From an optimization exercise on the open Yosys and OpenROAD flow, aimed at small area and a short achievable clock period; shortcuts taken in it are not production practice. Where RTL was checked, it was by simulation tests only, not by an equivalence proof against the original. Function not checked in run 1: the RTL went through the layout flow alone. The clock port is modelled as an ideal driver; clocking choices that lean on that would not hold on a real chip.

==> flow/design.v <==
module trk_lane_rx (
    input  wire        clk,
    input  wire        rst,           
    input  wire        blk_valid,
    input  wire [1:0]  blk_sh,        
    input  wire [63:0] blk_pl,        
    input  wire [2:0]  cfg_lane,
    input  wire [1:0]  cfg_step,
    output reg         locked,
    output reg         dat_valid,
    output wire [7:0]  dat_idx,
    output wire [63:0] dat_pl,
    output reg         hdr_valid,
    output reg         hdr_ok,
    output reg  [47:0] hdr_fcnt,
    output reg  [15:0] hdr_claim,
    output reg  [3:0]  hdr_ql,
    output reg  [1:0]  hdr_step,
    output reg  [2:0]  hdr_state,
    output reg  [7:0]  hdr_msg,
    output reg         crc_valid,
    output reg         crc_ok
);
    reg  [57:0]  hist;
    wire [121:0] sbits = {blk_pl, hist};
    reg  [63:0]  desc;
    integer k;
    always @* for (k = 0; k < 64; k = k + 1) desc[k] = sbits[58 + k] ^ sbits[19 + k] ^ sbits[k];
    reg        lk;          
    reg        prev_hdr;    
    reg        bad_prev;    
    reg        have_prev;   
    reg  [7:0] cnt;         
    reg  [1:0] win;         
    reg  [4:0] err;         
    reg [63:0] dreg;        
    reg        t1_b0;       
    reg        t1_b1;       
    reg        t1_sh;       
    reg        t1_ls;       
    reg        t1_se;       
    reg        ok0;         
    reg [7:0]  z8;          
    reg [15:0] c16;         
    assign dat_pl  = dreg;
    assign dat_idx = cnt;
    wire [63:0] v8 = dreg;
    wire [7:0]  f8;
    wire q_64 = v8[20] ^ v8[28];
    wire q_65 = v8[5] ^ v8[21];
    wire q_66 = v8[33] ^ v8[42];
    wire q_67 = v8[11] ^ q_64;
    wire q_68 = v8[39] ^ v8[54];
    wire q_69 = v8[14] ^ q_66;
    wire q_70 = v8[63] ^ q_65;
    wire q_71 = v8[35] ^ v8[57];
    wire q_72 = v8[19] ^ v8[41];
    wire q_73 = v8[12] ^ v8[17];
    wire q_74 = v8[2] ^ v8[29];
    wire q_75 = v8[36] ^ v8[58];
    wire q_76 = v8[15] ^ v8[53];
    wire q_77 = v8[31] ^ q_70;
    wire q_78 = v8[1] ^ q_76;
    wire q_79 = v8[40] ^ v8[55];
    wire q_80 = v8[27] ^ q_79;
    wire q_81 = q_73 ^ q_77;
    wire q_82 = v8[16] ^ q_74;
    wire q_83 = v8[26] ^ q_68;
    wire q_84 = v8[34] ^ v8[59];
    wire q_85 = v8[10] ^ q_67;
    wire q_86 = v8[60] ^ q_69;
    wire q_87 = v8[61] ^ q_84;
    wire q_88 = v8[4] ^ v8[30];
    wire q_89 = v8[48] ^ q_86;
    wire q_90 = q_72 ^ q_88;
    wire q_91 = v8[49] ^ q_83;
    wire q_92 = q_71 ^ q_82;
    wire q_93 = v8[37] ^ q_85;
    wire q_94 = v8[22] ^ q_87;
    wire q_95 = v8[32] ^ v8[56];
    wire q_96 = v8[6] ^ q_80;
    wire q_97 = v8[23] ^ v8[62];
    wire q_98 = v8[8] ^ q_75;
    wire q_99 = q_78 ^ q_97;
    wire q_100 = v8[51] ^ q_81;
    wire q_101 = v8[24] ^ v8[50];
    wire q_102 = v8[18] ^ q_95;
    wire q_103 = v8[38] ^ q_90;
    wire q_104 = q_94 ^ q_96;
    wire q_105 = v8[0] ^ v8[3];
    wire q_106 = v8[7] ^ q_92;
    wire q_107 = v8[25] ^ q_99;
    wire q_108 = v8[47] ^ q_93;
    wire q_109 = v8[43] ^ v8[44];
    wire q_110 = v8[46] ^ q_91;
    wire q_111 = v8[13] ^ v8[52];
    wire q_112 = v8[30] ^ q_100;
    wire q_113 = q_106 ^ q_109;
    wire q_114 = v8[56] ^ q_98;
    wire q_115 = v8[62] ^ q_108;
    wire q_116 = v8[9] ^ v8[45];
    wire q_117 = q_101 ^ q_115;
    wire q_118 = q_107 ^ q_110;
    wire q_119 = q_102 ^ q_111;
    wire q_120 = v8[0] ^ v8[2];
    wire q_121 = v8[9] ^ v8[10];
    wire q_122 = v8[25] ^ v8[28];
    wire q_123 = v8[53] ^ q_75;
    wire q_124 = q_120 ^ q_121;
    wire q_125 = q_122 ^ q_80;
    wire q_126 = q_83 ^ q_123;
    wire q_127 = q_124 ^ q_103;
    wire q_128 = q_119 ^ q_125;
    wire q_129 = q_126 ^ q_89;
    wire q_130 = q_127 ^ q_128;
    wire q_131 = q_100 ^ q_129;
    wire q_132 = q_130 ^ q_131;
    wire q_133 = v8[1] ^ v8[19];
    wire q_134 = v8[59] ^ q_105;
    wire q_135 = q_133 ^ q_70;
    wire q_136 = q_134 ^ q_92;
    wire q_137 = q_114 ^ q_135;
    wire q_138 = q_89 ^ q_136;
    wire q_139 = q_137 ^ q_138;
    wire q_140 = q_139 ^ q_117;
    wire q_141 = v8[7] ^ v8[20];
    wire q_142 = v8[38] ^ v8[40];
    wire q_143 = v8[47] ^ v8[52];
    wire q_144 = q_71 ^ q_141;
    wire q_145 = q_142 ^ q_143;
    wire q_146 = q_87 ^ q_144;
    wire q_147 = q_145 ^ q_146;
    wire q_148 = q_89 ^ q_147;
    wire q_149 = q_118 ^ q_148;
    wire q_150 = q_112 ^ q_149;
    wire q_151 = v8[18] ^ v8[26];
    wire q_152 = v8[36] ^ v8[42];
    wire q_153 = v8[46] ^ v8[54];
    wire q_154 = q_116 ^ q_151;
    wire q_155 = q_152 ^ q_153;
    wire q_156 = q_82 ^ q_154;
    wire q_157 = q_155 ^ q_156;
    wire q_158 = q_81 ^ q_104;
    wire q_159 = q_157 ^ q_158;
    wire q_160 = q_159 ^ q_117;
    wire q_161 = v8[16] ^ v8[17];
    wire q_162 = v8[27] ^ v8[33];
    wire q_163 = v8[35] ^ v8[44];
    wire q_164 = v8[60] ^ v8[61];
    wire q_165 = q_65 ^ q_116;
    wire q_166 = q_161 ^ q_162;
    wire q_167 = q_163 ^ q_164;
    wire q_168 = q_90 ^ q_98;
    wire q_169 = q_165 ^ q_166;
    wire q_170 = q_167 ^ q_85;
    wire q_171 = q_168 ^ q_169;
    wire q_172 = q_170 ^ q_171;
    wire q_173 = q_118 ^ q_172;
    wire q_174 = v8[3] ^ v8[13];
    wire q_175 = v8[15] ^ v8[24];
    wire q_176 = v8[41] ^ v8[45];
    wire q_177 = v8[55] ^ q_64;
    wire q_178 = q_66 ^ q_68;
    wire q_179 = q_174 ^ q_175;
    wire q_180 = q_176 ^ q_177;
    wire q_181 = q_178 ^ q_179;
    wire q_182 = q_94 ^ q_114;
    wire q_183 = q_180 ^ q_181;
    wire q_184 = q_182 ^ q_183;
    wire q_185 = q_113 ^ q_184;
    wire q_186 = q_112 ^ q_185;
    wire q_187 = v8[12] ^ v8[21];
    wire q_188 = v8[34] ^ v8[50];
    wire q_189 = v8[54] ^ v8[58];
    wire q_190 = q_95 ^ q_187;
    wire q_191 = q_188 ^ q_189;
    wire q_192 = q_67 ^ q_190;
    wire q_193 = q_191 ^ q_86;
    wire q_194 = q_96 ^ q_99;
    wire q_195 = q_103 ^ q_192;
    wire q_196 = q_193 ^ q_194;
    wire q_197 = q_195 ^ q_113;
    wire q_198 = q_196 ^ q_197;
    wire q_199 = v8[5] ^ v8[29];
    wire q_200 = v8[31] ^ v8[43];
    wire q_201 = v8[57] ^ q_72;
    wire q_202 = q_105 ^ q_199;
    wire q_203 = q_200 ^ q_69;
    wire q_204 = q_78 ^ q_201;
    wire q_205 = q_202 ^ q_91;
    wire q_206 = q_119 ^ q_203;
    wire q_207 = q_204 ^ q_93;
    wire q_208 = q_104 ^ q_205;
    wire q_209 = q_206 ^ q_207;
    wire q_210 = q_208 ^ q_209;
    assign f8[0] = q_132;
    assign f8[1] = q_140;
    assign f8[2] = q_150;
    assign f8[3] = q_160;
    assign f8[4] = q_173;
    assign f8[5] = q_186;
    assign f8[6] = q_198;
    assign f8[7] = q_210;
    wire [7:0]  zin;
    wire z_16 = f8[3] ^ dreg[58];
    wire z_17 = f8[5] ^ dreg[61];
    wire z_18 = f8[0] ^ dreg[57];
    wire z_19 = f8[4] ^ z_17;
    wire z_20 = f8[1] ^ z_18;
    wire z_21 = dreg[63] ^ z_16;
    wire z_22 = dreg[59] ^ z_19;
    wire z_23 = dreg[62] ^ z_22;
    wire z_24 = f8[6] ^ z_16;
    wire z_25 = z_20 ^ z_21;
    wire z_26 = f8[1] ^ f8[2];
    wire z_27 = dreg[60] ^ z_17;
    wire z_28 = z_26 ^ z_24;
    wire z_29 = z_27 ^ z_28;
    wire z_30 = f8[1] ^ f8[7];
    wire z_31 = dreg[56] ^ dreg[58];
    wire z_32 = z_30 ^ z_31;
    wire z_33 = z_32 ^ z_22;
    wire z_34 = dreg[61] ^ z_25;
    wire z_35 = z_24 ^ z_23;
    wire z_36 = f8[6] ^ f8[7];
    wire z_37 = z_18 ^ z_36;
    wire z_38 = z_19 ^ z_37;
    wire z_39 = f8[0] ^ f8[2];
    wire z_40 = f8[7] ^ dreg[59];
    wire z_41 = z_39 ^ z_40;
    wire z_42 = z_21 ^ z_41;
    wire z_43 = f8[4] ^ dreg[60];
    wire z_44 = z_43 ^ z_25;
    wire z_45 = f8[2] ^ dreg[56];
    wire z_46 = dreg[63] ^ z_45;
    wire z_47 = z_20 ^ z_46;
    wire z_48 = z_47 ^ z_23;
    assign zin[0] = z_29;
    assign zin[1] = ~z_33;
    assign zin[2] = z_34;
    assign zin[3] = ~z_35;
    assign zin[4] = ~z_38;
    assign zin[5] = ~z_42;
    assign zin[6] = ~z_44;
    assign zin[7] = ~z_48;
    wire [63:0] v16;
    wire [15:0] f16;
    genvar gi;
    generate for (gi = 0; gi < 16; gi = gi + 1) begin : g_inj
        assign v16[gi] = dreg[gi] ^ (c16[15 - gi] | (cnt == 8'd2));
    end endgenerate
    assign v16[63:16] = dreg[63:16];
    wire p_64 = v16[10] ^ v16[33];
    wire p_65 = v16[9] ^ v16[41];
    wire p_66 = v16[11] ^ v16[34];
    wire p_67 = v16[8] ^ v16[37];
    wire p_68 = v16[1] ^ v16[39];
    wire p_69 = v16[2] ^ v16[38];
    wire p_70 = v16[4] ^ v16[40];
    wire p_71 = v16[12] ^ v16[35];
    wire p_72 = v16[3] ^ p_65;
    wire p_73 = v16[46] ^ v16[54];
    wire p_74 = v16[43] ^ v16[51];
    wire p_75 = v16[5] ^ v16[6];
    wire p_76 = v16[0] ^ v16[44];
    wire p_77 = v16[7] ^ v16[36];
    wire p_78 = v16[42] ^ v16[50];
    wire p_79 = v16[47] ^ v16[55];
    wire p_80 = v16[45] ^ v16[53];
    wire p_81 = p_64 ^ p_68;
    wire p_82 = v16[31] ^ p_67;
    wire p_83 = v16[18] ^ p_66;
    wire p_84 = v16[16] ^ v16[32];
    wire p_85 = v16[52] ^ p_76;
    wire p_86 = v16[49] ^ p_72;
    wire p_87 = v16[48] ^ p_70;
    wire p_88 = v16[28] ^ p_71;
    wire p_89 = v16[20] ^ p_77;
    wire p_90 = v16[15] ^ p_82;
    wire p_91 = v16[59] ^ p_79;
    wire p_92 = v16[25] ^ p_69;
    wire p_93 = v16[13] ^ v16[57];
    wire p_94 = p_75 ^ p_86;
    wire p_95 = v16[14] ^ p_73;
    wire p_96 = v16[24] ^ p_81;
    wire p_97 = v16[27] ^ p_78;
    wire p_98 = v16[23] ^ v16[30];
    wire p_99 = v16[19] ^ p_87;
    wire p_100 = p_66 ^ p_74;
    wire p_101 = v16[58] ^ p_89;
    wire p_102 = v16[9] ^ p_80;
    wire p_103 = v16[29] ^ p_85;
    wire p_104 = v16[56] ^ p_71;
    wire p_105 = v16[0] ^ p_84;
    wire p_106 = v16[22] ^ p_103;
    wire p_107 = v16[8] ^ p_83;
    wire p_108 = v16[21] ^ p_88;
    wire p_109 = p_97 ^ p_101;
    wire p_110 = v16[61] ^ p_93;
    wire p_111 = v16[17] ^ p_96;
    wire p_112 = v16[26] ^ p_64;
    wire p_113 = v16[15] ^ p_72;
    wire p_114 = p_90 ^ p_102;
    wire p_115 = p_74 ^ p_92;
    wire p_116 = v16[48] ^ p_104;
    wire p_117 = p_94 ^ p_112;
    wire p_118 = p_91 ^ p_111;
    wire p_119 = v16[10] ^ p_109;
    wire p_120 = p_91 ^ p_113;
    wire p_121 = v16[56] ^ v16[60];
    wire p_122 = v16[6] ^ v16[14];
    wire p_123 = p_81 ^ p_105;
    wire p_124 = p_98 ^ p_123;
    wire p_125 = v16[21] ^ p_80;
    wire p_126 = p_79 ^ p_107;
    wire p_127 = p_100 ^ p_119;
    wire p_128 = v16[12] ^ p_121;
    wire p_129 = v16[5] ^ p_92;
    wire p_130 = p_78 ^ p_110;
    wire p_131 = v16[62] ^ p_127;
    wire p_132 = v16[40] ^ p_126;
    wire p_133 = v16[7] ^ p_118;
    wire p_134 = v16[17] ^ p_69;
    wire p_135 = v16[11] ^ v16[63];
    wire p_136 = v16[32] ^ p_106;
    wire p_137 = v16[26] ^ p_67;
    wire p_138 = v16[1] ^ p_114;
    wire p_139 = v16[4] ^ p_125;
    wire p_140 = p_77 ^ p_85;
    wire p_141 = v16[27] ^ p_87;
    wire p_142 = v16[49] ^ p_129;
    wire p_143 = p_108 ^ p_135;
    wire p_144 = v16[19] ^ p_130;
    wire p_145 = v16[58] ^ p_95;
    wire p_146 = p_70 ^ p_131;
    wire p_147 = v16[32] ^ p_141;
    wire p_148 = p_82 ^ p_133;
    wire p_149 = v16[2] ^ p_99;
    wire p_150 = v16[23] ^ p_115;
    wire p_151 = v16[5] ^ v16[14];
    wire p_152 = v16[30] ^ v16[41];
    wire p_153 = v16[55] ^ v16[59];
    wire p_154 = p_74 ^ p_151;
    wire p_155 = p_152 ^ p_153;
    wire p_156 = p_154 ^ p_155;
    wire p_157 = p_90 ^ p_140;
    wire p_158 = p_156 ^ p_143;
    wire p_159 = p_157 ^ p_158;
    wire p_160 = v16[13] ^ v16[29];
    wire p_161 = v16[30] ^ v16[35];
    wire p_162 = v16[54] ^ p_122;
    wire p_163 = p_160 ^ p_161;
    wire p_164 = p_162 ^ p_163;
    wire p_165 = p_164 ^ p_146;
    wire p_166 = v16[29] ^ v16[34];
    wire p_167 = v16[39] ^ v16[53];
    wire p_168 = p_166 ^ p_167;
    wire p_169 = p_88 ^ p_168;
    wire p_170 = p_169 ^ p_144;
    wire p_171 = p_117 ^ p_170;
    wire p_172 = v16[28] ^ v16[33];
    wire p_173 = v16[52] ^ p_65;
    wire p_174 = p_172 ^ p_128;
    wire p_175 = p_173 ^ p_107;
    wire p_176 = p_174 ^ p_142;
    wire p_177 = p_147 ^ p_175;
    wire p_178 = p_176 ^ p_177;
    wire p_179 = v16[3] ^ v16[11];
    wire p_180 = v16[26] ^ v16[51];
    wire p_181 = p_179 ^ p_180;
    wire p_182 = p_181 ^ p_147;
    wire p_183 = p_182 ^ p_148;
    wire p_184 = v16[10] ^ v16[39];
    wire p_185 = v16[44] ^ v16[50];
    wire p_186 = v16[52] ^ p_75;
    wire p_187 = p_84 ^ p_184;
    wire p_188 = p_185 ^ p_137;
    wire p_189 = p_186 ^ p_187;
    wire p_190 = p_145 ^ p_188;
    wire p_191 = p_189 ^ p_120;
    wire p_192 = p_143 ^ p_150;
    wire p_193 = p_190 ^ p_191;
    wire p_194 = p_192 ^ p_193;
    wire p_195 = v16[22] ^ v16[24];
    wire p_196 = p_93 ^ p_195;
    wire p_197 = p_95 ^ p_196;
    wire p_198 = p_197 ^ p_142;
    wire p_199 = p_138 ^ p_198;
    wire p_200 = p_199 ^ p_146;
    wire p_201 = p_98 ^ p_122;
    wire p_202 = p_137 ^ p_201;
    wire p_203 = p_86 ^ p_96;
    wire p_204 = p_116 ^ p_139;
    wire p_205 = p_140 ^ p_202;
    wire p_206 = p_144 ^ p_203;
    wire p_207 = p_204 ^ p_205;
    wire p_208 = p_206 ^ p_207;
    wire p_209 = v16[13] ^ v16[60];
    wire p_210 = p_209 ^ p_89;
    wire p_211 = p_116 ^ p_210;
    wire p_212 = p_94 ^ p_150;
    wire p_213 = p_211 ^ p_132;
    wire p_214 = p_136 ^ p_212;
    wire p_215 = p_213 ^ p_214;
    wire p_216 = v16[22] ^ p_73;
    wire p_217 = p_75 ^ p_78;
    wire p_218 = p_100 ^ p_216;
    wire p_219 = p_217 ^ p_108;
    wire p_220 = p_218 ^ p_149;
    wire p_221 = p_219 ^ p_220;
    wire p_222 = p_221 ^ p_148;
    wire p_223 = v16[38] ^ v16[47];
    wire p_224 = p_73 ^ p_223;
    wire p_225 = p_83 ^ p_224;
    wire p_226 = p_139 ^ p_225;
    wire p_227 = p_94 ^ p_109;
    wire p_228 = p_124 ^ p_226;
    wire p_229 = p_227 ^ p_228;
    wire p_230 = v16[20] ^ v16[35];
    wire p_231 = v16[46] ^ v16[57];
    wire p_232 = p_80 ^ p_230;
    wire p_233 = p_231 ^ p_134;
    wire p_234 = p_232 ^ p_90;
    wire p_235 = p_99 ^ p_233;
    wire p_236 = p_234 ^ p_235;
    wire p_237 = p_117 ^ p_136;
    wire p_238 = p_236 ^ p_237;
    wire p_239 = v16[25] ^ v16[45];
    wire p_240 = v16[63] ^ p_68;
    wire p_241 = p_239 ^ p_83;
    wire p_242 = p_104 ^ p_105;
    wire p_243 = p_240 ^ p_241;
    wire p_244 = p_242 ^ p_120;
    wire p_245 = p_149 ^ p_243;
    wire p_246 = p_244 ^ p_245;
    wire p_247 = v16[3] ^ v16[15];
    wire p_248 = v16[31] ^ v16[62];
    wire p_249 = p_69 ^ p_76;
    wire p_250 = p_247 ^ p_248;
    wire p_251 = p_249 ^ p_250;
    wire p_252 = p_145 ^ p_251;
    wire p_253 = p_111 ^ p_252;
    wire p_254 = p_132 ^ p_253;
    wire p_255 = v16[7] ^ v16[37];
    wire p_256 = v16[43] ^ p_255;
    wire p_257 = p_95 ^ p_102;
    wire p_258 = p_110 ^ p_134;
    wire p_259 = p_256 ^ p_257;
    wire p_260 = p_258 ^ p_124;
    wire p_261 = p_259 ^ p_260;
    wire p_262 = v16[6] ^ v16[13];
    wire p_263 = v16[36] ^ v16[38];
    wire p_264 = v16[42] ^ p_84;
    wire p_265 = p_262 ^ p_263;
    wire p_266 = p_128 ^ p_264;
    wire p_267 = p_265 ^ p_266;
    wire p_268 = p_106 ^ p_267;
    wire p_269 = p_138 ^ p_268;
    assign f16[0] = p_159;
    assign f16[1] = p_165;
    assign f16[2] = p_171;
    assign f16[3] = p_178;
    assign f16[4] = p_183;
    assign f16[5] = p_194;
    assign f16[6] = p_200;
    assign f16[7] = p_208;
    assign f16[8] = p_215;
    assign f16[9] = p_222;
    assign f16[10] = p_229;
    assign f16[11] = p_238;
    assign f16[12] = p_246;
    assign f16[13] = p_254;
    assign f16[14] = p_261;
    assign f16[15] = p_269;
    wire hdr_good = ok0 && t1_sh && t1_ls && (dreg[7:0] == 8'h47) && (f8 == z8);
    wire hdr_lost = t1_b1 && bad_prev && !hdr_good;
    wire t1_take  = dat_valid || t1_b0 || t1_b1;
    wire se_lost  = t1_take && t1_se && (err == 5'd31);
    wire lk_eff   = lk && !hdr_lost && !se_lost;
    wire is_hdr   = (blk_sh == 2'b01);
    wire is_dat   = (blk_sh == 2'b10);
    wire nb0      = (cnt == 8'd255);     
    wire nb1      = (cnt == 8'd0);       
    wire take     = blk_valid && lk_eff;
    wire hp       = is_hdr && prev_hdr;
    wire lock_now = blk_valid && !lk_eff && hp;
    always @(posedge clk) begin
        if (blk_valid) hist <= blk_pl[63:6];
        dreg   <= desc;
        t1_sh  <= is_hdr;
        t1_se  <= (nb0 || nb1) ? !is_hdr : !is_dat;
        t1_ls  <= (desc[30:28] == cfg_lane) && (desc[33:32] == cfg_step);
        hdr_claim <= dreg[23:8];
        hdr_ql    <= dreg[27:24];
        hdr_step  <= dreg[33:32];
        hdr_state <= dreg[36:34];
        hdr_msg   <= dreg[47:40];
        hdr_ok    <= hdr_good;
        crc_ok    <= (dreg[63:48] == c16);
        if (t1_b0) begin
            z8  <= zin;
            ok0 <= t1_sh && (dreg[7:0] == 8'hB8);
            hdr_fcnt <= dreg[55:8];
        end
        if (dat_valid) c16 <= f16;
        if (blk_valid) cnt <= (!lk_eff && hp) ? 8'd1 : cnt + 8'd1;
        if (lock_now) begin
            win <= 2'd0; err <= 5'd0; bad_prev <= 1'b0; have_prev <= 1'b0;
        end else begin
            if (t1_take) begin
                if (t1_b1) win <= win + 2'd1;
                err <= (t1_b1 && win == 2'd3) ? 5'd0 : err + {4'd0, t1_se};
            end
            if (t1_b1) bad_prev <= !hdr_good;
            if (take && cnt == 8'd254) have_prev <= 1'b1;
        end
        if (rst) begin
            lk <= 1'b0; prev_hdr <= 1'b0; locked <= 1'b0;
            dat_valid <= 1'b0; t1_b0 <= 1'b0; t1_b1 <= 1'b0;
            hdr_valid <= 1'b0; crc_valid <= 1'b0;
        end else begin
            if (blk_valid) prev_hdr <= is_hdr;
            lk        <= lk_eff || lock_now;
            locked    <= lk_eff;
            dat_valid <= take && !nb0 && !nb1;
            t1_b0     <= take && nb0;
            t1_b1     <= take && nb1;
            hdr_valid <= t1_b1;
            crc_valid <= t1_b1 && hdr_good && have_prev;
        end
    end
endmodule
==> flow/flow/run.sh <==
#!/bin/bash
# Layout: the standard ORFS flow (standard.sh) with extra make settings from flow/params.sh:
# a smaller port-buffer cell, timing repair aimed at a tighter setup margin, smaller clock-tree
# clusters, and a two-level clock tree (flow/cts_post.tcl), and a buffer between each output flip-flop and its other loads (flow/resize_pre.tcl).
set -euo pipefail
source flow/params.sh
bash standard.sh "${ARGS[@]}" "POST_CTS_TCL=$PWD/flow/cts_post.tcl" "PRE_RESIZE_TCL=$PWD/flow/resize_pre.tcl" finish > standard_flow.log 2>&1
==> flow/flow/cts_post.tcl <==
# After CTS: take out the H-tree's branch level and drive the leaf clock
# buffers from two root buffers on the clock port, each placed at the middle
# of its half of the leaves. Every flip-flop stays two like buffers from the
# clock port.
set block [ord::get_db_block]
set root [$block findInst clkbuf_0_clk]
if {$root != "NULL"} {
  set rootnet [[$root findITerm X] getNet]
  set clknet [[$root findITerm A] getNet]
  foreach inst [$block getInsts] {
    if {![string match "clkbuf_1_*" [$inst getName]]} { continue }
    if {[[$inst findITerm A] getNet] != $rootnet} { continue }
    set onet [[$inst findITerm X] getNet]
    foreach it [$onet getITerms] {
      if {[$it getInst] == $inst} { continue }
      $it disconnect
      $it connect $rootnet
    }
    puts "cts_post: removed [$inst getName]"
    odb::dbInst_destroy $inst
    odb::dbNet_destroy $onet
  }
  set leaves {}
  foreach it [$rootnet getITerms] { if {[$it getInst] != $root} { lappend leaves $it } }
  proc cmp_x {a b} { return [expr {[lindex [[$a getInst] getLocation] 0] - [lindex [[$b getInst] getLocation] 0]}] }
  set sorted [lsort -command cmp_x $leaves]
  set half [expr {[llength $sorted] / 2}]
  set root2 [odb::dbInst_create $block [$root getMaster] clkbuf_0b_clk]
  set net2 [odb::dbNet_create $block clknet_0b_clk]
  $net2 setSigType CLOCK
  [$root2 findITerm A] connect $clknet
  [$root2 findITerm X] connect $net2
  foreach it [lrange $sorted $half end] { $it disconnect; $it connect $net2 }
  foreach r [list $root $root2] n [list $rootnet $net2] {
    set sx 0; set sy 0; set k 0
    foreach it [$n getITerms] {
      if {[$it getInst] == $r} { continue }
      set l [[$it getInst] getLocation]
      incr sx [lindex $l 0]; incr sy [lindex $l 1]; incr k
    }
    $r setLocation [expr {$sx / $k}] [expr {$sy / $k}]
    $r setPlacementStatus PLACED
    puts "cts_post: [$r getName] drives $k leaves"
  }
  detailed_placement
  check_placement -verbose
  estimate_parasitics -placement
  report_clock_latency
}
==> flow/flow/params.sh <==
ARGS=("BUFFER_PORTS_ARGS=-buffer_cell sky130_fd_sc_hd__buf_2" SETUP_SLACK_MARGIN=9.7 TNS_END_PERCENT=0 CTS_CLUSTER_SIZE=25 CTS_CLUSTER_DIAMETER=100)
==> flow/flow/resize_pre.tcl <==
# Before repair_design: where a flip-flop drives an output port's buffer and
# also other logic, give the other logic a buffer of its own, so the output
# path sees a lightly loaded flip-flop.
set block [ord::get_db_block]
set bufm [[ord::get_db] findMaster sky130_fd_sc_hd__buf_1]
set n 0
foreach bt [$block getBTerms] {
  if {[$bt getIoType] != "OUTPUT"} { continue }
  set pnet [$bt getNet]
  # the port buffer driving the port
  set pbuf ""
  foreach it [$pnet getITerms] { if {[$it isOutputSignal]} { set pbuf [$it getInst] } }
  if {$pbuf == ""} { continue }
  set a [$pbuf findITerm A]
  if {$a == "NULL"} { continue }
  set m [$a getNet]
  set drv ""
  set others {}
  foreach it [$m getITerms] {
    if {[$it isOutputSignal]} { set drv $it } elseif {[$it getInst] != $pbuf} { lappend others $it }
  }
  if {$drv == "" || [llength $others] == 0 || [llength [$m getBTerms]] > 0} { continue }
  set dinst [$drv getInst]
  if {![[$dinst getMaster] isSequential]} { continue }
  set nm "osplit_$n"
  set m2 [odb::dbNet_create $block "${nm}_net"]
  set b [odb::dbInst_create $block $bufm $nm]
  foreach it $others { $it disconnect; $it connect $m2 }
  [$b findITerm A] connect $m
  [$b findITerm X] connect $m2
  set loc [$dinst getLocation]
  $b setLocation [lindex $loc 0] [lindex $loc 1]
  $b setPlacementStatus PLACED
  incr n
}
puts "resize_pre: split $n flip-flop outputs"
==> flow/standard.sh <==
#!/bin/bash
# synth_recipe.tcl (not shown) runs the flow's synth.tcl, then flattens the netlist and writes it again
# the make line also repeats each setting of config.mk as NAME=value (left out here)
make -C /OpenROAD-flow-scripts/flow DESIGN_CONFIG=/design/flow/config.mk WORK_HOME=/design/flow/orfs CLKGATE_MAP_FILE= SYNTH_SCRIPT=/design/flow/synth_recipe.tcl "${@:-finish}"
==> flow/config.mk <==
export PLATFORM = sky130hd
export DESIGN_NAME = trk_lane_rx
export DESIGN_NICKNAME = trk_lane_rx
export VERILOG_FILES = /design/flow/design.v
export SDC_FILE = /design/flow/constraint.sdc
export NUM_CORES = 4
export LEC_CHECK = 0
export CAP_MARGIN = 20
export CORE_MARGIN = 2
export CORE_UTILIZATION = 40
export SLEW_MARGIN = 20
==> flow/constraint.sdc <==
create_clock -name core_clock -period 13.5 [get_ports {clk}]
set_input_delay 2.7000 -clock core_clock [delete_from_list [all_inputs] [get_ports {clk}]]
set_output_delay 2.7000 -clock core_clock [all_outputs]
set_load 0.01 [all_outputs]
==> qor.csv, run 1 <==
metric,value,unit
met3 Track Usage GR,0.0425,
skew final,59.0,ps
largest net degree at the start of global routing,61,
CTS sink count,258,
Fin. Hold Viols,0,
total wire length,38.6,mm
vias in the first global route,8224,
Yosys Warn Count,1,
final setup violation count,0,
# rows,65,
RD Place Congestion,0.880,
Critical Path Fanout Max,20,
final worst path period need,3840,ps
total track usage,0.229,
outcome,timing/DRC/antenna clean,
library cells used by synthesis,41,
kind of critical path,reg2out,
"Reg clk slew, reported paths",100,ps
fraction of layout cells with a size suffix above 1,0.259,
Final period util,0.285,
cell area after synthesis,12900,sq um
max cap viols,0,
reg2reg setup slack,9660,ps
f_max,260,MHz
Yosys top cell area share,0.325,
Yosys top cell by area,edfxtp_1,
"EDFF count, synth",139,
Most used DFF post-synth,edfxtp_1,
Die W,183,um
met2 Resource Use GR,0.382,
routed vias/inst,4.81,
slew margin rel.,0.361,
Worst setup SP type,register,
reg-to-reg startpoint,dreg[50],
endpoint type of the worst setup path,output pin,
Die Y,183,um
worst path required time,10800,ps
starting density of the core,0.406,
Worst EP arrival,1140,ps
area grow syn2layout,18.7,%
register bit count reported by yosys,258,
Worst Min Path Start,have_prev,
via count,8088,
total grt overflow,0,
Pre-Repair DR Iteration Count,5,
Worst-Skew Late Latency,390,ps
Syn Inst Count,984,
worst hold path cell count,2,
Async SR Flop Fraction,0,
DRC Markers,0,
synth top area cells,"edfxtp_1 32%, xnor2_1 30%, dfxtp_1 19%",
IO Port Bufs,232,
Hold Path End,have_prev,
GR peak layer,met2,
CTS tree,built,
WL/cell,22.9,um
"most common cell after layout, fill and taps aside",xnor2_1,
remaining antenna violation count after routing,0,
Setup TNS,0,ps
register area share after synthesis,0.510,
first-pass GRT wire length,54.8,mm
Syn Area/Cell,13.1,sq um
min-delay worst type,reg2reg,
Slew @ Worst Pin,958,ps
max-slew violations,0,
post-DP HPWL,31.0,mm
I/O pins,233,
most frequent cells in the layout,"431 x xnor2_1, 256 x buf_2, 139 x edfxtp_1",
GR Util met1,0.309,
RSZ-0062 raised after global routing,yes,
Layout Nets,1350,
antenna violations before repair,1,
post-layout util,0.482,
FF-to-FF End,cnt[0],
core box area,31600,sq um
full die area,33600,sq um
Post-Syn Nets,1064,
initial DRC count,603,
FF-to-FF path depth,11,
## Yosys cell counts (3+ instances only)
cell and instances:
nand4_1 9, xnor2_1 436, and3_1 4, buf_2 14, a21oi_1 7, nor2_1 47
xnor2_2 4, nand3_1 10, dfxtp_1 119, nor2b_1 3, ha_1 6, inv_1 5
mux2i_1 4, xnor3_1 28, xor3_1 3, clkbuf_1 22, o21ai_0 3, nand2_1 8
edfxtp_1 139, xor2_1 85
## worst max-delay path by stage
stage / cells past startpoint / to / from
after global placement: 4 / have_prev / blk_valid
after global routing: 11 / cnt[0] / dreg[22]
final: 2 / dat_valid / dat_valid
after detailed placement: 11 / have_prev / dreg[55]
after floorplan: 5 / have_prev / blk_sh[0]
## worst max-delay path: stages (launching register included)
cell and delay, ps:
dfxtp_1 330, buf_6 220, buf_2 180
## state kept, by name, summed over array words and instances (netlist names), 3 cells and up
| name | flops |
|---|---|
| dreg | 64 |
| c16 | 16 |
| cnt | 8 |
| hdr_fcnt | 48 |
| hdr_ql | 4 |
| hist | 58 |
| z8 | 8 |
| err | 5 |
| hdr_msg | 8 |
| hdr_state | 3 |
| hdr_claim | 16 |
## kinds of logic (layout without fill, tap and decap cells)
group	count (synthesis)	in the layout	share of synthesized area
other	0	1	0
AOI/OAI and AO/OA	18	18	0.0113
muxes	4	4	0.00312
and+or+nand+nor	97	97	0.0373
buffers and inverters	43	338	0.0142
adders and majority gates	6	6	0.00584
DFF	258	258	0.510
xor gates and xnor gates	558	558	0.418
## metal layers
| metal | part of all wire | vias to the layer above | routed length [um] |
|---|---|---|---|
| met3 | 0.067 | 36 | 2580 |
| met1 | 0.44 | 3968 | 16800 |
| met4 | 0.021 | 0 | 793 |
| li1 | - | 3781 | - |
| met5 | 0 | - | 0 |
| met2 | 0.48 | 303 | 18400 |
## metrics by stage
step           hold slack, ps  instances  area (sq um)  setup slack (ps)
6_report                  472       1682         15300              9660
3_3_place_gp              436       1583         14400              9250
2_1_floorplan             399        984         12900              9960
3_5_place_dp              449       1654         14600              9120
5_1_grt                   499       1681         15300              9540
## final cells by class, without the clock buffers
class                      count  area, sq um
antenna                        1         2.50
buffer                        72          363
clock inverter                 5         58.8
fill                        2889        16400
inverter                       5         18.8
multi-input combinational    683         6200
sequential                   258         6560
tap                          402          503
timing repair buffer         237         1200
==> run 2, diff against run 1 <==
--- a/flow/design.v
+++ b/flow/design.v
@@ -484,4 +484,3 @@
     wire take     = blk_valid && lk_eff;
-    wire hp       = is_hdr && prev_hdr;
-    wire lock_now = blk_valid && !lk_eff && hp;
+    wire lock_now = blk_valid && !lk_eff && is_hdr && prev_hdr;
     always @(posedge clk) begin
@@ -505,3 +504,4 @@
         if (dat_valid) c16 <= f16;
-        if (blk_valid) cnt <= (!lk_eff && hp) ? 8'd1 : cnt + 8'd1;
+        if (lock_now) cnt <= 8'd1;
+        else if (take) cnt <= cnt + 8'd1;
         if (lock_now) begin
==> run 2 against run 1 <==
Net effect:
- fmax is 3.6% higher
- wire length is 0.19% higher
- via count is 1.4% lower
- highest routed layer unchanged
- clock skew is 25 ps lower
- first-iteration DRC count is 11% lower
- core utilization is 0.17 points lower
- design area is 0.87% lower
- worst hold slack worse by 10 ps
- sequential share of layout area is 0.15 points lower
- setup slack better by 140 ps
==> qor.csv, run 2 <==
metric,value,unit,change
RSZ-0062 raised after global routing,yes,,
Final period util,0.275,,-0.0100
Fin. Hold Viols,0,,unchanged
"most common cell after layout, fill and taps aside",xnor2_1,,
full die area,33300,sq um,-0.84%
antenna violations before repair,0,,-1
routed vias/inst,4.76,,-0.92%
cell chain of the critical path,"buf_2, inv_1, nor2_1, o21ai_4, or4_1, a21oi_1",,
Worst-Skew Late Latency,380,ps,about the same
wire length on met1,16.5,mm,-1.9%
Layout Nets,1343,,-0.52%
area grow syn2layout,18.7,%,about the same
core box area,31500,sq um,-0.51%
initial DRC count,536,,-11%
max-slew violations,0,,unchanged
total wire length,38.7,mm,+0.19%
Fill cells,2845,,-1.5%
Die W,182,um,-0.42%
post-layout util,0.481,,-0.00172
Critical Path Fanout Max,18,,-10%
I/O pins,233,,unchanged
Die Y,182,um,-0.42%
max FFs per register,64,,unchanged
synth top area cells,"edfxtp_1 31%, xnor2_1 29%, dfxtp_1 20%",,
most frequent cells in the layout,"418 x xnor2_1, 243 x buf_2, 131 x edfxtp_1",,
Crit path largest cell delay,490,ps,+160 ps
DRC Markers,0,,unchanged
endpoint type of the worst setup path,register,,
CTS tree,built,,
Multi-input gate area,6170,sq um,-0.50%
final setup violation count,0,,unchanged
CTS sink count,258,,unchanged
biggest regs,"dreg (64), hist (58), hdr_fcnt (48)",,
Pre-Repair DR Iteration Count,4,,-1
Syn Area/Cell,13.1,sq um,+0.26%
DR top layer,met4,,
skew final,34.2,ps,-24.8 ps
Buf/Inv on CP,2,,unchanged
starting density of the core,0.405,,-0.00140
largest net degree at the start of global routing,60,,-1.6%
kind of critical path,in2reg,,
total track usage,0.234,,+0.00447
wire length on met2,18.7,mm,+1.8%
RD Place Congestion,0.885,,+0.51%
"Largest delay share family, worst path",simple AND/OR/NAND/NOR gates,,
pre-CTS WS,9380,ps,+261 ps
"EDFF count, synth",131,,-5.8%
first-pass GRT wire length,55.6,mm,+1.4%
worst path required time,13820,ps,+3020 ps
remaining antenna violation count after routing,0,,unchanged
"count leader, synth",xnor2_1,,
total grt overflow,0,,unchanged
fraction of layout cells with a size suffix above 1,0.259,,about the same
register area,6480,sq um,-1.2%
vias in the first global route,8294,,+0.85%
Slew @ Worst Pin,952,ps,-6.55 ps
Post-Syn Nets,1053,,-1.0%
Yosys Warn Count,1,,unchanged
Worst EP arrival,4030,ps,+2890 ps
IO Port Bufs,232,,unchanged
top post-synthesis cells by count,"426 x xnor2_1, 131 x edfxtp_1, 127 x dfxtp_1, 79 x xor2_1, 32 x nor2_1",,
min-delay worst type,reg2reg,,
Async SR Flop Fraction,0,,unchanged
Worst setup SP type,input port,,
ANT cells,0,,-1
Yosys top cell area share,0.309,,-0.0160
post-DP HPWL,30.8,mm,-0.66%
final worst path period need,3710,ps,-135 ps
register area share after synthesis,0.508,,-0.00188
via count,7971,,-1.4%
# rows,65,,unchanged
slew margin rel.,0.365,,+0.00437
outcome,timing/DRC/antenna clean,,
WL/cell,23.1,um,+0.73%
Yosys top cell by area,edfxtp_1,,
Setup TNS,0,ps,unchanged
final setup margin,9790,ps,+135 ps
library cells used by synthesis,42,,+2.4%
register bit count reported by yosys,258,,unchanged
Most used DFF post-synth,edfxtp_1,,
"Reg clk slew, reported paths",110,ps,about the same
max cap viols,0,,unchanged
f_max,270,MHz,+3.6%
Syn Inst Count,973,,-1.1%
crit path max-delay cell type,or4_1,,
Met3 Wirelength,2.44,mm,-5.2%
largest reg by FF count,dreg,,
cell area after synthesis,12700,sq um,-0.86%
==> run 2: cell count changes in the layout (fill, tap and decap cells not counted), sizes merged, moves of 4 or more <==
cell,before,now
nor2,47,32
clkbuf,40,54
buf,287,275
xnor2,440,430
dfxtp,119,127
edfxtp,139,131
nor3,4,10
a21oi,7,11
or3,1,5
xor2,87,83
==> run 2: path summary, 6_finish.rpt <==
kind,from,endpoint,slack (ps),cells past startpoint
max reg2reg,dreg[58],cnt[5],9800,11
min reg2reg,have_prev,have_prev,460,2
min,have_prev,have_prev,460,2
max,blk_valid,cnt[5],9790,6
==> run 2: layout make-up, without the clock buffers <==
class / count / share of cell area
clock inverters: 2 / 0.00149
multi-input cells: 676 / 0.408
inverters: 5 / 0.00124
plain buffers: 72 / 0.0236
flip-flops and latches: 258 / 0.428
repair buffers: 238 / 0.0808
well taps: 402 / 0.0333
==> run 2: logic make-up (layout without fill, tap and decap cells) <==
logic type | count (synthesis) | in the layout | synth area share
XOR/XNOR | 546 | 546 | 0.417
adder cells (fa/ha/maj) | 6 | 6 | 0.00589
flip-flops | 258 | 258 | 0.508
multiplexers | 4 | 4 | 0.00314
AND/OR/NAND/NOR | 95 | 95 | 0.0386
AO/OA/AOI/OAI | 25 | 25 | 0.0127
buffers and inverters | 39 | 337 | 0.0145
==> run 2: through the flow <==
stage	std cells	hold WS, ps	area, sq um
finish	1673	462	15100
global route	1673	485	15100
detailed placement	1648	447	14500
global placement	1577	434	14300
floorplan	973	399	12700
==> run 2: metal layers <==
metal / track usage / vias to the layer above
li1: - / 3763
met1: 0.297 / 3928
met2: 0.391 / 235
met4: 0.0810 / 0
met5: 0 / -
met3: 0.0553 / 45
==> run 2: worst reg2reg max path: cells and delay by family, from the launching register on <==
family                    cells  cell delay (ps)
buffers and inverters         1              390
AOI/OAI and AO/OA             2              340
and+or+nand+nor               2              810
DFF                           1              320
muxes                         1              150
xor gates and xnor gates      5             1660
==> run 3, diff against run 2 <==
--- a/flow/flow/run.sh
+++ b/flow/flow/run.sh
@@ -3,3 +3,3 @@
 # a smaller port-buffer cell, timing repair aimed at a tighter setup margin, smaller clock-tree
-# clusters, and a two-level clock tree (flow/cts_post.tcl), and a buffer between each output flip-flop and its other loads (flow/resize_pre.tcl).
+# clusters, and a two-level clock tree (flow/cts_post.tcl), and the smallest buffer on input ports (flow/resize_pre.tcl).
 set -euo pipefail
==> flow/flow/resize_pre.tcl (replaced) <==
# Before repair_design: input ports get the smallest buffer; repair_design
# and repair_timing size them up where needed.
set block [ord::get_db_block]
set buf1 [[ord::get_db] findMaster sky130_fd_sc_hd__buf_1]
set n 0
foreach bt [$block getBTerms] {
  if {[$bt getIoType] != "INPUT"} { continue }
  set net [$bt getNet]
  if {$net == "NULL"} { continue }
  foreach it [$net getITerms] {
    set inst [$it getInst]
    if {[[$inst getMaster] getName] == "sky130_fd_sc_hd__buf_2" && [string match "input*" [$inst getName]]} {
      $inst swapMaster $buf1
      incr n
    }
  }
}
puts "resize_pre: $n input buffers set to buf_1"
==> run 3 against run 2 <==
Net effect:
- highest routed layer unchanged
- critical endpoint is now dat_pl[15]
- still clean on timing, DRC and antenna
- die area did not move
- worst hold slack got worse by 23 ps
==> qor.csv, run 3 <==
metric,value,unit,change
Async SR Flop Fraction,0,,unchanged
register area share after synthesis,0.508,,unchanged
register area,6610,sq um,+2.0%
CTS tree,built,,
max-slew violations,0,,unchanged
max FFs per register,64,,unchanged
skew final,22.0,ps,-12.1 ps
via count,7689,,-3.5%
Critical Path Fanout Max,6,,-12
WL/cell,23.1,um,+0.10%
first-pass GRT wire length,53.3,mm,-4.0%
Fill cells,2871,,+0.91%
Post-Syn Nets,1053,,unchanged
cell chain of the critical path,buf_2,,
slew margin rel.,0.378,,+0.0129
Most used DFF post-synth,edfxtp_1,,
routed vias/inst,4.80,,+0.74%
final worst path period need,3790,ps,+79.2 ps
starting density of the core,0.405,,unchanged
total grt overflow,0,,unchanged
Slew @ Worst Pin,932,ps,-19.4 ps
Layout Nets,1272,,-5.3%
"Reg clk slew, reported paths",100,ps,about the same
met3 Track Usage GR,0.0407,,-0.0146
final setup violation count,0,,unchanged
outcome,timing/DRC/antenna clean,,
area grow syn2layout,15.7,%,
post-DP HPWL,28.6,mm,-7.1%
Pre-Repair DR Iteration Count,7,,+3
vias in the first global route,7961,,-4.0%
Setup TNS,0,ps,unchanged
RD Place Congestion,0.885,,unchanged
"most common cell after layout, fill and taps aside",xnor2_1,,
Syn Area/Cell,13.1,sq um,unchanged
min-delay worst type,reg2reg,,
f_max,264,MHz,-2.1%
Yosys Warn Count,1,,unchanged
endpoint type of the worst setup path,output pin,,
# rows,65,,unchanged
top post-synthesis cells by count,"426 x xnor2_1, 131 x edfxtp_1, 127 x dfxtp_1, 79 x xor2_1, 32 x nor2_1",,
register bit count reported by yosys,258,,unchanged
synth top area cells,"edfxtp_1 31%, xnor2_1 29%, dfxtp_1 20%",,
post-layout util,0.468,,-0.0122
"Largest delay share family, worst path",flip-flops,,
full die area,33300,sq um,unchanged
initial DRC count,448,,-16%
pre-CTS WS,9100,ps,-279 ps
RSZ-0062 raised after global routing,yes,,
met2 Resource Use GR,0.375,,-0.0166
I/O pins,233,,unchanged
most frequent cells in the layout,"426 x xnor2_1, 159 x buf_2, 131 x edfxtp_1",,
Die Y,182,um,unchanged
largest reg by FF count,dreg,,
total wire length,37.0,mm,-4.1%
Die W,182,um,unchanged
Crit path largest cell delay,520,ps,+30 ps
biggest regs,"dreg (64), hist (58), hdr_fcnt (48)",,
Yosys top cell by area,edfxtp_1,,
Yosys top cell area share,0.309,,unchanged
Final period util,0.281,,+0.00587
"count leader, synth",xnor2_1,,
cell area after synthesis,12700,sq um,unchanged
Worst setup SP type,register,,
Multi-input gate area,6090,sq um,-1.3%
crit path max-delay cell type,dfxtp_2,,
"EDFF count, synth",131,,unchanged
library cells used by synthesis,42,,unchanged
CTS sink count,258,,unchanged
Worst-Skew Late Latency,370,ps,about the same
DRC Markers,0,,unchanged
GR peak layer,met2,,
Worst EP arrival,1090,ps,-2940 ps
fraction of layout cells with a size suffix above 1,0.221,,-0.0380
total track usage,0.224,,-0.00972
max cap viols,0,,unchanged
Buf/Inv on CP,1,,-1
antenna violations before repair,0,,unchanged
final setup margin,9710,ps,-79.2 ps
kind of critical path,reg2out,,
Fin. Hold Viols,0,,unchanged
ANT cells,0,,unchanged
Syn Inst Count,973,,unchanged
IO Port Bufs,232,,unchanged
core box area,31500,sq um,unchanged
remaining antenna violation count after routing,0,,unchanged
worst path required time,10800,ps,-3020 ps
GR Util met1,0.290,,-0.00739
largest net degree at the start of global routing,60,,unchanged
-- run 3: changes by cell type in the layout (fill, tap and decap cells not counted), sizes merged --
cell / change
buf: -38
inv: +1
clkdlybuf4s15: -1
clkbuf: -32
clkinv: -1
-- run 3: final cells by class, without the clock buffers --
class / instances / share of cell area
Tap cell: 402 / 0.0341
Clock inverter: 2 / 0.00119
Sequential cell: 258 / 0.448
Buffer: 1 / 0.00170
Timing Repair Buffer: 238 / 0.0766
Multi-Input combinational cell: 676 / 0.413
Inverter: 5 / 0.00127
-- run 3: metal layers --
layer | up-vias | wire (um)
met5 | - | 0
met4 | 0 | 1270
met3 | 56 | 2230
met2 | 262 | 17700
met1 | 3748 | 15800
li1 | 3623 | -
-- run 3: worst paths after layout --
check / to / depth (start not counted) / start / slack [ps]
max reg2reg: cnt[5] / 10 / dreg[53] / 9740
max: dat_pl[15] / 1 / dreg[15] / 9710
min reg2reg: hdr_step[0] / 0 / dreg[32] / 440
min: hdr_step[0] / 0 / dreg[32] / 440
-- run 3: logic make-up (layout without fill, tap and decap cells) --
kind of cell,count (synthesis),in the layout,share of synthesized area
XOR/XNOR,546,546,0.417
AND/OR/NAND/NOR,95,95,0.0386
buffers and inverters,39,266,0.0145
multiplexers,4,4,0.00314
flip-flops,258,258,0.508
adder cells (fa/ha/maj),6,6,0.00589
AO/OA/AOI/OAI,25,25,0.0127
-- run 3: through the flow --
stage               cell area, sq um  instances  hold slack, ps
floorplan                      12700        973             399
global placement               14300       1577             434
detailed placement             14200       1577             459
global route                   14700       1602             440
finish                         14700       1602             439
==> run 4, diff against run 3 <==
==> flow/flow/run.sh (replaced) <==
#!/bin/bash
# Layout: the standard ORFS flow (standard.sh) with extra make settings from flow/params.sh:
# a smaller port-buffer cell, timing repair aimed at a tighter setup margin, smaller clock-tree
# clusters, and a two-level clock tree (flow/cts_post.tcl).
set -euo pipefail
source flow/params.sh
bash standard.sh "${ARGS[@]}" "POST_CTS_TCL=$PWD/flow/cts_post.tcl" finish > standard_flow.log 2>&1
==> flow/flow/params.sh (replaced) <==
ARGS=("BUFFER_PORTS_ARGS=-buffer_cell sky130_fd_sc_hd__buf_2" SETUP_SLACK_MARGIN=9.85 TNS_END_PERCENT=0 CTS_CLUSTER_SIZE=25 CTS_CLUSTER_DIAMETER=100)
removed: flow/flow/resize_pre.tcl
==> run 4 against run 3 <==
Net effect:
- design area increased by 4.6%
- die area unchanged
- cell count grew 3.0%
- worst hold slack lost 27 ps
- critical path depth stayed put
- critical path type unchanged
==> qor.csv, run 4 <==
metric,value,unit,change
outcome,timing/DRC/antenna clean,,
"Largest delay share family, worst path",flip-flops,,
Final period util,0.274,,-0.00688
area grow syn2layout,21.1,%,
Die Y,182,um,unchanged
min-delay worst type,reg2reg,,
fraction of layout cells with a size suffix above 1,0.320,,+0.0989
total wire length,38.4,mm,+3.7%
RD Place Congestion,0.927,,+4.8%
Layout Nets,1320,,+3.8%
"EDFF count, synth",131,,unchanged
most frequent cells in the layout,"423 x xnor2_1, 228 x buf_2, 131 x edfxtp_1",,
"most common cell after layout, fill and taps aside",xnor2_1,,
max-slew violations,0,,unchanged
Setup TNS,0,ps,unchanged
core box area,31500,sq um,unchanged
CTS sink count,258,,unchanged
routed vias/inst,4.82,,+0.34%
Syn Area/Cell,13.1,sq um,unchanged
endpoint type of the worst setup path,output pin,,
final setup violation count,0,,unchanged
Syn Inst Count,973,,unchanged
largest net degree at the start of global routing,60,,unchanged
Pre-Repair DR Iteration Count,7,,unchanged
Buf/Inv on CP,1,,unchanged
Critical Path Fanout Max,6,,unchanged
Slew @ Worst Pin,907,ps,-25.6 ps
f_max,271,MHz,+2.5%
RSZ-0062 raised after global routing,yes,,
Fin. Hold Viols,0,,unchanged
register area share after synthesis,0.508,,unchanged
Yosys Warn Count,1,,unchanged
kind of critical path,reg2out,,
top post-synthesis cells by count,"426 x xnor2_1, 131 x edfxtp_1, 127 x dfxtp_1, 79 x xor2_1, 32 x nor2_1",,
cell area after synthesis,12700,sq um,unchanged
final worst path period need,3690,ps,-92.8 ps
Worst setup SP type,register,,
antenna violations before repair,0,,unchanged
Post-Syn Nets,1053,,unchanged
CTS tree,built,,
DRC Markers,0,,unchanged
post-layout util,0.490,,+0.0217
Worst EP arrival,990,ps,-100 ps
slew margin rel.,0.395,,+0.0171
crit path max-delay cell type,dfxtp_1,,
biggest regs,"dreg (64), hist (58), hdr_fcnt (48)",,
Yosys top cell area share,0.309,,unchanged
register bit count reported by yosys,258,,unchanged
# rows,65,,unchanged
full die area,33300,sq um,unchanged
WL/cell,23.3,um,+0.69%
Die W,182,um,unchanged
max cap viols,0,,unchanged
skew final,57.1,ps,+35.1 ps
library cells used by synthesis,42,,unchanged
Yosys top cell by area,edfxtp_1,,
synth top area cells,"edfxtp_1 31%, xnor2_1 29%, dfxtp_1 20%",,
"non-filler cells, final",1650,,+3.0%
first-pass GRT wire length,55.1,mm,+3.4%
Worst-Skew Late Latency,400,ps,+30 ps
"count leader, synth",xnor2_1,,
worst path required time,10800,ps,about the same
remaining antenna violation count after routing,0,,unchanged
Crit path largest cell delay,440,ps,-80 ps
starting density of the core,0.405,,unchanged
vias in the first global route,8189,,+2.9%
via count,7946,,+3.3%
largest reg by FF count,dreg,,
Most used DFF post-synth,edfxtp_1,,
initial DRC count,535,,+19%
total grt overflow,0,,unchanged
post-DP HPWL,29.0,mm,+1.4%
cell chain of the critical path,buf_2,,
IO Port Bufs,232,,unchanged
dpl cells,1579,,+0.13%
total track usage,0.232,,+0.00775
ANT cells,0,,unchanged
Async SR Flop Fraction,0,,unchanged
I/O pins,233,,unchanged
max FFs per register,64,,unchanged
"Reg clk slew, reported paths",90,ps,about the same
-- run 4: per-stage QoR --
step | instance area, sq um | setup slack [ps] | hold slack (ps)
after floorplan | 12700 | 9860 | 399
after global placement | 14300 | 9440 | 435
after detailed placement | 14300 | 9440 | 444
after global routing | 15400 | 9780 | 413
final | 15400 | 9810 | 412
-- run 4: cell type report, without the clock buffers --
class	instances	area, sq um
plain buffers	1	25.0
fillers	2788	16000
clock inverters	6	86.3
well taps	402	503
multi-input cells	676	6120
flip-flops and latches	258	6720
inverters	5	18.8
repair buffers	285	1610
-- run 4: worst paths after layout --
kind,startpoint,endpoint,slack (ps),cells past startpoint
worst max-delay path,cnt[7],dat_idx[7],9810,1
worst min-delay path,dreg[27],hdr_ql[3],410,0
worst max register to register,dreg[57],cnt[7],9980,11
worst min register to register,dreg[27],hdr_ql[3],410,0
-- run 4: cells by family (layout without fill, tap and decap cells) --
kind of cell	Yosys count	in the layout	synth area share
xor+xnor	546	546	0.417
flops	258	258	0.508
simple gates	95	95	0.0386
buf+inv	39	314	0.0145
compound gates	25	25	0.0127
fa+ha+maj	6	6	0.00589
mux	4	4	0.00314
-- run 4: routing by layer --
layer	track usage	routed length (um)	part of all wire	vias to the layer above
li1	-	-	-	3729
met1	0.310	16600	0.43	3912
met2	0.395	18700	0.49	272
met3	0.0389	2450	0.064	33
met4	0.0532	637	0.017	0
met5	0	0	0	-
==> run 5, diff against run 4 <==
==> flow/flow/params.sh (replaced) <==
ARGS=("BUFFER_PORTS_ARGS=-buffer_cell sky130_fd_sc_hd__buf_1" SETUP_SLACK_MARGIN=9.7 TNS_END_PERCENT=0 CTS_CLUSTER_SIZE=25 CTS_CLUSTER_DIAMETER=100)
==> run 5 against run 4 <==
Net effect:
- clock skew decreased by 25 ps
- synthesized area unchanged
- cell count decreased by 3.0%
- critical endpoint is now bad_prev
- fmax decreased by 5.1%
- still clean
- core utilization decreased by 2.7 points
- setup slack got worse by 200 ps
- global-route usage decreased by 1.3 points
==> qor.csv, run 5 <==
metric,value,unit,change
post-layout util,0.463,,-0.0274
area grow syn2layout,14.3,%,
final setup violation count,0,,unchanged
Slew @ Worst Pin,922,ps,+14.9 ps
library cells used by synthesis,42,,unchanged
Yosys top cell by area,edfxtp_1,,
register bit count reported by yosys,258,,unchanged
cell chain of the critical path,"buf_6, buf_6, nand3_1, o21ba_2, a211oi_1",,
Pre-Repair DR Iteration Count,5,,-2
kind of critical path,in2reg,,
top post-synthesis cells by count,"426 x xnor2_1, 131 x edfxtp_1, 127 x dfxtp_1, 79 x xor2_1, 32 x nor2_1",,
core box area,31500,sq um,unchanged
largest net degree at the start of global routing,60,,unchanged
DRC Markers,0,,unchanged
Critical Path Fanout Max,31,,+25
dpl cells,1577,,-0.13%
Fin. Hold Viols,0,,unchanged
IO Port Bufs,232,,unchanged
endpoint type of the worst setup path,register,,
Yosys Warn Count,1,,unchanged
pre-CTS WS,8690,ps,-744 ps
initial DRC count,467,,-13%
cell area after synthesis,12700,sq um,unchanged
final setup margin,9610,ps,-198 ps
"EDFF count, synth",131,,unchanged
Syn Inst Count,973,,unchanged
Die W,182,um,unchanged
Setup crit start,blk_valid,,
worst path required time,13710,ps,+2910 ps
ANT cells,0,,unchanged
Yosys top cell area share,0.309,,unchanged
CTS tree,built,,
"count leader, synth",xnor2_1,,
RSZ-0062 raised after global routing,yes,,
Async SR Flop Fraction,0,,unchanged
Worst Min Path Start,dreg[32],,
total track usage,0.219,,-0.0134
full die area,33300,sq um,unchanged
Worst-Skew Late Latency,370,ps,-30 ps
worst hold margin,432,ps,+20.5 ps
max-slew violations,0,,unchanged
"Reg clk slew, reported paths",100,ps,about the same
final worst path period need,3890,ps,+198 ps
cell mode on critical path,buf_6,,
fraction of layout cells with a size suffix above 1,0.0876,,-0.232
total wire length,36.0,mm,-6.3%
skew final,31.7,ps,-25.4 ps
# rows,65,,unchanged
outcome,timing/DRC/antenna clean,,
Syn Area/Cell,13.1,sq um,unchanged
Final period util,0.288,,+0.0147
slew margin rel.,0.386,,-0.00991
CTS sink count,258,,unchanged
remaining antenna violation count after routing,0,,unchanged
post-route cell area,14600,sq um,-5.6%
total grt overflow,0,,unchanged
routed vias/inst,4.76,,-1.2%
WL/cell,22.5,um,-3.4%
first-pass GRT wire length,52.1,mm,-5.4%
starting density of the core,0.405,,unchanged
antenna violations before repair,2,,+2
f_max,257,MHz,-5.1%
register area share after synthesis,0.508,,unchanged
Post-Syn Nets,1053,,unchanged
min-delay worst type,reg2reg,,
I/O pins,233,,unchanged
reg-to-reg startpoint,dreg[26],,
max FFs per register,64,,unchanged
crit path max-delay cell type,o21ba_2,,
Worst setup SP type,input port,,
most frequent cells in the layout,"426 x xnor2_1, 229 x buf_1, 131 x edfxtp_1",,
max cap viols,0,,unchanged
vias in the first global route,7865,,-4.0%
Worst EP arrival,4100,ps,+3110 ps
"non-filler cells, final",1601,,-3.0%
Crit path largest cell delay,480,ps,+40 ps
RD Place Congestion,0.881,,-5.0%
Setup TNS,0,ps,unchanged
synth top area cells,"edfxtp_1 31%, xnor2_1 29%, dfxtp_1 20%",,
Most used DFF post-synth,edfxtp_1,,
post-DP HPWL,27.8,mm,-4.2%
biggest regs,"dreg (64), hist (58), hdr_fcnt (48)",,
"most common cell after layout, fill and taps aside",xnor2_1,,
area post-placement,14000,sq um,-2.1%
Die Y,182,um,unchanged
largest reg by FF count,dreg,,
Layout Nets,1271,,-3.7%
via count,7618,,-4.1%
==> run 5: cell families after synthesis <==
kind of cell | count (synthesis) | share of synthesized area
simple gates | 95 | 0.0386
buf+inv | 39 | 0.0145
fa+ha+maj | 6 | 0.00589
flops | 258 | 0.508
xor+xnor | 546 | 0.417
mux | 4 | 0.00314
compound gates | 25 | 0.0127
==> run 5: final timing paths <==
kind	endpoint	slack (ps)	cells after the start
max	bad_prev	9610	5
min	hdr_step[0]	430	0
max reg2reg	cnt[5]	9780	10
min reg2reg	hdr_step[0]	430	0
==> run 5: critical path: cells and delay by family <==
| kind | cells | cell delay, ps |
|---|---|---|
| AOI/OAI and AO/OA | 2 | 570 |
| and+or+nand+nor | 1 | 150 |
| buffers and inverters | 2 | 660 |
==> run 5: layout make-up, without the clock buffers <==
cell class	count	area, sq um
timing repair buffer	237	938
sequential	258	6590
inverter	5	18.8
multi-input combinational	676	6100
clock inverter	2	20.0
buffer	1	25.0
fill	2891	16900
tap	402	503
==> run 5: metal layers <==
| metal | share of wire | wire [um] | up-vias | global-route usage |
|---|---|---|---|---|
| li1 | - | - | 3623 | - |
| met1 | 0.44 | 15800 | 3713 | 0.289 |
| met2 | 0.48 | 17200 | 238 | 0.365 |
| met3 | 0.056 | 2030 | 44 | 0.0397 |
| met4 | 0.027 | 967 | 0 | 0.0671 |
| met5 | 0 | 0 | - | 0 |
==> run 6, diff against run 5 <==
==> flow/flow/params.sh (replaced) <==
ARGS=("BUFFER_PORTS_ARGS=-buffer_cell sky130_fd_sc_hd__buf_2" SETUP_SLACK_MARGIN=9.7 TNS_END_PERCENT=0 CTS_CLUSTER_SIZE=25 CTS_CLUSTER_DIAMETER=100)
==> run 6 against run 5 <==
Net effect:
- still clean
- die area is the same
- highest routed layer unchanged
- fmax grew 3.1%
- clock skew grew 4.5 ps
- flip-flop and latch count is the same
- wire length grew 2.8%
- synthesized cell count is the same
- synthesized area is the same
- cell count grew 0.19%
- first-iteration DRC count grew 11%
- core utilization grew 1.1 points
==> qor.csv, run 6 <==
metric,value,unit,change
outcome,timing/DRC/antenna clean,,
DR top layer,met4,,
IO Port Bufs,232,,unchanged
"most common cell after layout, fill and taps aside",xnor2_1,,
Layout Nets,1273,,+0.16%
WL/cell,23.1,um,+2.6%
wire length on met1,15.8,mm,-0.24%
Fin. Hold Viols,0,,unchanged
max cap viols,0,,unchanged
top post-synthesis cells by count,"426 x xnor2_1, 131 x edfxtp_1, 127 x dfxtp_1, 79 x xor2_1, 32 x nor2_1",,
post-DP HPWL,28.6,mm,+3.0%
Post-Syn Nets,1053,,unchanged
largest reg by FF count,dreg,,
cell area after synthesis,12700,sq um,unchanged
Met3 Wirelength,2.21,mm,+8.5%
Fill cells,2833,,-2.0%
crit path max-delay cell type,dfxtp_2,,
pre-CTS WS,9390,ps,+700 ps
"count leader, synth",xnor2_1,,
Yosys Warn Count,1,,unchanged
RD Place Congestion,0.885,,+0.47%
core box area,31500,sq um,unchanged
antenna violations before repair,1,,-1
Worst setup SP type,register,,
area grow syn2layout,17.0,%,
"EDFF count, synth",131,,unchanged
I/O pins,233,,unchanged
CTS sink count,258,,unchanged
kind of critical path,reg2out,,
Critical Path Fanout Max,6,,-81%
full die area,33300,sq um,unchanged
Yosys top cell area share,0.309,,unchanged
total wire length,37.0,mm,+2.8%
Pre-Repair DR Iteration Count,5,,unchanged
register area share after synthesis,0.508,,unchanged
remaining antenna violation count after routing,0,,unchanged
"Reg clk slew, reported paths",90,ps,about the same
endpoint type of the worst setup path,output pin,,
synth top area cells,"edfxtp_1 31%, xnor2_1 29%, dfxtp_1 20%",,
"Largest delay share family, worst path",flip-flops,,
routed vias/inst,4.83,,+1.5%
DRC Markers,0,,unchanged
min-delay worst type,reg2reg,,
via count,7748,,+1.7%
Final period util,0.280,,-0.00880
first-pass GRT wire length,53.0,mm,+1.6%
max-slew violations,0,,unchanged
post-layout util,0.474,,+0.0109
# rows,65,,unchanged
CTS tree,built,,
f_max,265,MHz,+3.1%
Setup TNS,0,ps,unchanged
most frequent cells in the layout,"424 x xnor2_1, 231 x buf_2, 131 x edfxtp_1",,
register bit count reported by yosys,258,,unchanged
Worst EP arrival,1070,ps,-3030 ps
RSZ-0062 raised after global routing,yes,,
biggest regs,"dreg (64), hist (58), hdr_fcnt (48)",,
max FFs per register,64,,unchanged
Most used DFF post-synth,edfxtp_1,,
Yosys top cell by area,edfxtp_1,,
Die W,182,um,unchanged
final setup violation count,0,,unchanged
cell chain of the critical path,buf_2,,
"non-filler cells, final",1604,,+0.19%
final setup margin,9730,ps,+119 ps
fraction of layout cells with a size suffix above 1,0.285,,+0.197
starting density of the core,0.405,,unchanged
Die Y,182,um,unchanged
Worst-Skew Late Latency,370,ps,about the same
largest net degree at the start of global routing,60,,unchanged
initial DRC count,517,,+11%
skew final,36.2,ps,+4.49 ps
final worst path period need,3770,ps,-119 ps
Buf/Inv on CP,1,,-1
Slew @ Worst Pin,943,ps,+21.7 ps
library cells used by synthesis,42,,unchanged
worst path required time,10800,ps,-2910 ps
Async SR Flop Fraction,0,,unchanged
dpl cells,1577,,unchanged
vias in the first global route,7947,,+1.0%
total track usage,0.224,,+0.00502
wire length on met2,17.9,mm,+4.0%
total grt overflow,0,,unchanged
Syn Inst Count,973,,unchanged
Syn Area/Cell,13.1,sq um,unchanged
Crit path largest cell delay,510,ps,+30 ps
slew margin rel.,0.371,,-0.0145
[run 6: worst paths after layout]
path,startpoint,slack (ps),end,cells after the start
worst min register to register,dreg[32],440,hdr_step[0],0
worst max register to register,dreg[53],9890,cnt[5],10
worst max-delay path,dreg[15],9730,dat_pl[15],1
worst min-delay path,dreg[32],440,hdr_step[0],0
[run 6: per-stage QoR]
step	instance area, sq um	hold slack (ps)
6_report	14900	441
5_1_grt	14900	445
3_5_place_dp	14300	451
3_3_place_gp	14300	434
2_1_floorplan	12700	399
[run 6: layout make-up, without the clock buffers]
class,count,area (sq um),area share
Sequential cell,258,6620,0.444
Multi-Input combinational cell,676,6130,0.411
Timing Repair Buffer,239,1230,0.0827
Tap cell,402,503,0.0337
Buffer,1,25.0,0.00168
Clock inverter,2,22.5,0.00151
Inverter,5,18.8,0.00126
Antenna cell,1,2.50,0.000168
[run 6: cells by family after synthesis]
kind of cell | count (synthesis) | share of synthesized area
AOI/OAI and AO/OA | 25 | 0.0127
xor gates and xnor gates | 546 | 0.417
adders and majority gates | 6 | 0.00589
buffers and inverters | 39 | 0.0145
DFF | 258 | 0.508
muxes | 4 | 0.00314
and+or+nand+nor | 95 | 0.0386
[run 6: worst register-to-register path, delay by kind of cell (launching register included)]
kind	cells	cell delay [ps]
AOI/OAI and AO/OA	3	540
and+or+nand+nor	2	810
xor gates and xnor gates	5	1720
DFF	1	500
[run 6: layer usage]
layer  GRT usage  up-vias
li1            -     3632
met1       0.288     3810
met2       0.375      253
met3      0.0437       53
met4      0.0794        0
met5           0        -

-- re-timing with driven ports --
In the flow no input, the clock included, has a driving cell. The finished layouts below were timed again as built, in two steps.
Step 1 (the two cells are an assumption about what drives the block):
set clk [get_ports {clk}]
set_driving_cell -lib_cell sky130_fd_sc_hd__clkbuf_16 $clk
set_driving_cell -lib_cell sky130_fd_sc_hd__buf_2 [delete_from_list [all_inputs] $clk]
Step 2 times the ports against the registers' clock, not the clock port: input delays grow and output delays shrink by t, the midpoint of the rising clock arrivals with the driver on.
a / b / c = ideal ports / drivers / drivers and shift; a / b = the first two.
| run | t (ns) | setup WS [ns] | worst setup path after step 2 | clock arrival spread, ns | pins driven straight from the clock port |
|---|---|---|---|---|---|
| run 1 | 0.431 | 9.656 / 9.588 / 9.285 | input to register | 0.062 / 0.061 | 2 |
| run 2 | 0.435 | 9.791 / 9.737 / 9.401 | input to register | 0.034 / 0.034 | 2 |
| run 3 | 0.423 | 9.712 / 9.647 / 9.352 | input to register | 0.023 / 0.023 | 2 |
| run 4 | 0.431 | 9.805 / 9.742 / 9.430 | input to register | 0.059 / 0.059 | 2 |
| run 5 | 0.419 | 9.607 / 9.615 / 9.216 | input to register | 0.032 / 0.032 | 2 |
| run 6 | 0.418 | 9.726 / 9.662 / 9.453 | input to register | 0.036 / 0.036 | 2 |
After both steps every run listed still meets setup and hold. The setup slack of run 5, which loses most, moves by +0.008 ns with the drivers and by -0.391 ns with both steps.
